Source: an optimization exercise on an open RTL-to-GDS flow (aim: small area). Production flows keep margins and buffers that such runs may drop. Function was checked by simulation only, so behaviour that the tests miss may differ from the original. Power and IR drop assume default switching activity.

== build 27 ==
## agdel_dat_rx
module agdel_dat_rx (
    input  wire         clk,
    input  wire         rst,           
    input  wire [575:0] rx_data,       
    input  wire [71:0]  rx_check,      
    input  wire [1:0]   rx_frm0,       
    input  wire [1:0]   rx_frm1,       
    input  wire [8:0]   cnt_clr,       
    input  wire [3:0]   cnt_sel,       
    output reg          out_valid,     
    output reg          out_discard,   
    output reg          out_poison,    
    output reg          out_plane,     
    output reg          out_ce_frame,  
    output reg  [575:0] out_data,      
    output reg  [8:0]   out_ce,        
    output reg  [8:0]   out_uc,        
    output reg  [62:0]  out_ce_where,  
    output wire [15:0]  cnt_rd         
);
clock: 7.0 ns
lec_check: 0
cap_margin: 20
core_margin: 2
core_utilization: 30
slew_margin: 20
synth_hierarchical: 1
standard.sh (not shown) runs the stock make flow with config.mk's settings and CLKGATE_MAP_FILE= SYNTH_SCRIPT=/design/flow/synth_recipe.tcl, a recipe that flattens the netlist after the stock synthesis.
==> flow/flow/run.sh <==
#!/bin/bash
# Standard layout, except that the port buffers are the smallest buffer cell (buf_1)
# instead of the one buffer_ports picks by default. Each tool's output goes to its own log
# (ORFS keeps per-step logs under orfs/logs/); the make output goes to flow_make.log.
set -euo pipefail
export BUFFER_PORTS_ARGS="-buffer_cell sky130_fd_sc_hd__buf_1"
bash standard.sh > flow_make.log 2>&1
--- input diff build 27..build 1 ---
==> flow/run.sh (new file) <==
#!/bin/bash
# synth_recipe.tcl (not shown) runs the flow's synth.tcl, then flattens the netlist and writes it again
# the make line also repeats each setting of config.mk as NAME=value (left out here)
make -C /OpenROAD-flow-scripts/flow DESIGN_CONFIG=/design/flow/config.mk WORK_HOME=/design/flow/orfs CLKGATE_MAP_FILE= SYNTH_SCRIPT=/design/flow/synth_recipe.tcl finish
removed: flow/flow/run.sh
removed: flow/standard.sh
Results
Build 27 and build 1 ended up with roughly the same minimum hold slack. Build 1 finished all stages; the layout is clean. Build 27 vs build 1, launching instance or port of the critical path: rx_data[381] vs rx_data[440]. Going from build 27 to build 1, non-clock buffer contribution to total cell area picked up an extra 12 points; non-clock buffer count picked up an extra 144; post-route minimum period picked up an extra 0.16 ns; final area picked up an extra 16%.
Modified inputs, build 71 compared to build 1
Settings: CAP_MARGIN now 0, was 20; SLEW_MARGIN now 0, was 20.
==> flow/flow/run.sh (new file) <==
#!/bin/bash
# Standard layout, except: the port buffers are the smallest buffer cell (buf_1) instead of
# the one buffer_ports picks by default, and clock tree synthesis uses small clock buffers
# without dummy loads. ORFS keeps each step's log under orfs/logs/; make's output goes to
# flow_make.log.
set -euo pipefail
export BUFFER_PORTS_ARGS="-buffer_cell sky130_fd_sc_hd__buf_1"
export CTS_ARGS="-sink_clustering_enable -repair_clock_nets -dont_use_dummy_load -buf_list {sky130_fd_sc_hd__clkbuf_4 sky130_fd_sc_hd__clkbuf_8}"
bash standard.sh > flow_make.log 2>&1
==> flow/standard.sh (new file) <==
#!/bin/bash
# synth_recipe.tcl (not shown) runs the flow's synth.tcl, then flattens the netlist and writes it again
# the make line also repeats each setting of config.mk as NAME=value (left out here)
make -C /OpenROAD-flow-scripts/flow DESIGN_CONFIG=/design/flow/config.mk WORK_HOME=/design/flow/orfs CLKGATE_MAP_FILE= SYNTH_SCRIPT=/design/flow/synth_recipe.tcl "${@:-finish}"
removed: flow/run.sh
[summary]
In build 71 the non-filler instance count after layout turned out 1.6% lower than in build 1. Build 71 against build 1: area of combinational cells with multiple inputs was more or less identical, register-to-register slack went down by 0.04 ns, share of total power consumed by net switching went up by 4.2 points, area after synthesis was more or less identical, CTS buffer count went up by 56. Note that the number of diodes added for antenna fixing recorded for build 71 amounts to 1.20 times the value seen in build 1. Compared with build 1, in build 71 area growth from synthesis to final layout lost 23 points; worst setup timing slack at the placement stage picked up an extra 0.052 ns; normalized max-slew margin lost 5.3 points.

* * *

== run A ==
agdel_dat_rx, a different RTL version from the one above (not shown whole).
For scale: roughly 5100 cells after synthesis, about 810 flip-flops, ~43000 sq um of cells after synthesis.
export LEC_CHECK = 0
export CAP_MARGIN = 0
export CORE_MARGIN = 2
export CORE_UTILIZATION = 30
export GPL_TIMING_DRIVEN = 0
export SETUP_SLACK_MARGIN = 0.3
export SLEW_MARGIN = 0
export SYNTH_HIERARCHICAL = 1
create_clock -name core_clock -period 7.0 [get_ports {clk}]
==> flow/flow/run.sh <==
#!/bin/bash
# Standard layout, except: the port buffers are the smallest buffer cell (buf_1) instead of
# the one buffer_ports picks by default, and clock tree synthesis uses small clock buffers
# (clkbuf_2, clkbuf_4) without dummy loads. ORFS keeps each step's log under orfs/logs/;
# make's output goes to flow_make.log.
set -euo pipefail
export BUFFER_PORTS_ARGS="-buffer_cell sky130_fd_sc_hd__buf_1"
export CTS_ARGS="-sink_clustering_enable -repair_clock_nets -dont_use_dummy_load -sink_clustering_size 20 -buf_list {sky130_fd_sc_hd__clkbuf_2 sky130_fd_sc_hd__clkbuf_4}"
bash standard.sh > flow_make.log 2>&1
The final layout from run A, which completed every stage, passed the timing, design-rule and antenna checks at the end of the flow.
[inputs] run B vs run A
- a change of CORE_UTILIZATION from 30 to 40
- a deleted SETUP_SLACK_MARGIN that had been 0.3
==> flow/flow/run.sh <==
#!/bin/bash
# Standard layout, except: the port buffers are the smallest buffer cell (buf_1) instead of
# the one buffer_ports picks by default; pins may sit one routing track apart, so the die can
# be smaller; and clock tree synthesis uses small clock buffers without dummy loads.
# ORFS keeps each step's log under orfs/logs/; make's output goes to flow_make.log.
set -euo pipefail
export BUFFER_PORTS_ARGS="-buffer_cell sky130_fd_sc_hd__buf_1"
export PLACE_PINS_ARGS="-min_distance 1 -min_distance_in_tracks"
export CTS_ARGS="-sink_clustering_enable -repair_clock_nets -dont_use_dummy_load -sink_clustering_size 30 -sink_clustering_max_diameter 60 -buf_list {sky130_fd_sc_hd__clkbuf_4}"
bash standard.sh > flow_make.log 2>&1
==> comparison <==
- Run B: aborted in global routing (5_1_grt) (tool error)
- Diff run A -> run B | floorplan die width | decrease of 51 microns
- Summary of run B over run A: count of cell types in the netlist saw little to no change; worst slack at placement shows a reduction of 0.069 ns; count of cells resized by post-cts repair now larger.
- Changes observed in run B relative to run A: mean area per synthesized cell was more or less identical; number of rows in the core area went down by 14%.
### run B -> run C
- setting SETUP_SLACK_MARGIN to 0.1 for the first time
- changing CORE_UTILIZATION from 40 to 30
==> flow/flow/run.sh <==
#!/bin/bash
# Standard layout, except: the port buffers are the smallest buffer cell (buf_1) instead of
# the one buffer_ports picks by default, and clock tree synthesis uses small clock buffers
# (clkbuf_2, clkbuf_4) without dummy loads. ORFS keeps each step's log under orfs/logs/;
# make's output goes to flow_make.log.
set -euo pipefail
export BUFFER_PORTS_ARGS="-buffer_cell sky130_fd_sc_hd__buf_1"
export CTS_ARGS="-sink_clustering_enable -repair_clock_nets -dont_use_dummy_load -sink_clustering_size 20 -buf_list {sky130_fd_sc_hd__clkbuf_2 sky130_fd_sc_hd__clkbuf_4}"
bash standard.sh > flow_make.log 2>&1
- Between run C and run B, the die width is lower for run B.
- Run C vs run B: number of standard-cell rows in the floorplan up in run C
- Run C was carried through to the last stage, and its layout satisfied the timing, design-rule and antenna checks.
- Going from run B to run C, initial standard-cell utilization of the core now smaller, deepest level of the CTS H-tree went up 1.
- Re fraction of the yosys area taken by sequential cells: no difference whatsoever between run B and run C.
#### Input delta (run D over run C)
- SETUP_SLACK_MARGIN removed (was 0.1)
- CORE_UTILIZATION changed from 30 to 45
diff --git a/flow/flow/run.sh b/flow/flow/run.sh
--- a/flow/flow/run.sh
+++ b/flow/flow/run.sh
@@ -3,3 +3,3 @@
-# the one buffer_ports picks by default, and clock tree synthesis uses small clock buffers
-# (clkbuf_2, clkbuf_4) without dummy loads. ORFS keeps each step's log under orfs/logs/;
-# make's output goes to flow_make.log.
+# the one buffer_ports picks by default; pins may sit one routing track apart, so the die can
+# be smaller; and clock tree synthesis uses small clock buffers without dummy loads.
+# ORFS keeps each step's log under orfs/logs/; make's output goes to flow_make.log.
@@ -7,0 +8 @@
+export PLACE_PINS_ARGS="-min_distance 1 -min_distance_in_tracks"
[summary]
From run C to run D, async set-or-reset flop fraction in the synthesized netlist did not move at all.
Compared with run C, run D shows a weighted congestion reported at the end of routability-driven placement that is 2.3% higher.
Run D: post-CTS setup-driven buffer insertion count 2 above run C
Detailed-placement wirelength estimate came out lower on run D than on run C.
Of run C and run D, only run D fails to reach the end of the flow.
The log for run D ends in global routing (5_1_grt) with error GRT-0116, so the run never completed.
Between run C and run D, instance area at placement is lower for run D, run C comes in above that.
Taking run C over run D, the height of the die ratio works out to 1.2.
On count of state elements after synthesis, run C and run D are basically level.
Comparing worst slack at placement for run C and run D, the bigger number came from run D.

==> separate check: timing with driven ports <==
In the flow no input, the clock included, has a driving cell. The finished layouts below were timed again as built, in two steps.
Step 1: set_driving_cell puts a clkbuf_16 on clk and a buf_2 on each other input, an assumption about the parent block.
Step 2, shift: input delay + t, output delay - t, t = (earliest + latest rising clock arrival at the registers) / 2. This alone moves slack from input paths to output paths.
a / b / c = no drivers / after step 1 / after step 2; a / b = the first two.
| run | t, ns | setup slack, ns | pins driven straight from the clock port |
|---|---|---|---|
| build 27 | 0.770 | 0.726 / 0.760 / -0.010 | 1 |
| build 1 | 0.793 | 0.562 / 0.622 / -0.172 | 1 |
| build 71 | 0.948 | 0.723 / 0.776 / -0.172 | 1 |
| run A | 1.216 | 0.415 / 0.300 / -0.917 | 1 |
| run C | 1.270 | 0.364 / 0.215 / -1.055 | 1 |
Met with ideal ports but missed after step 2: setup timing in every run listed. The setup slack of run C, which loses most, moves by -0.149 ns with the drivers and by -1.419 ns with both steps.
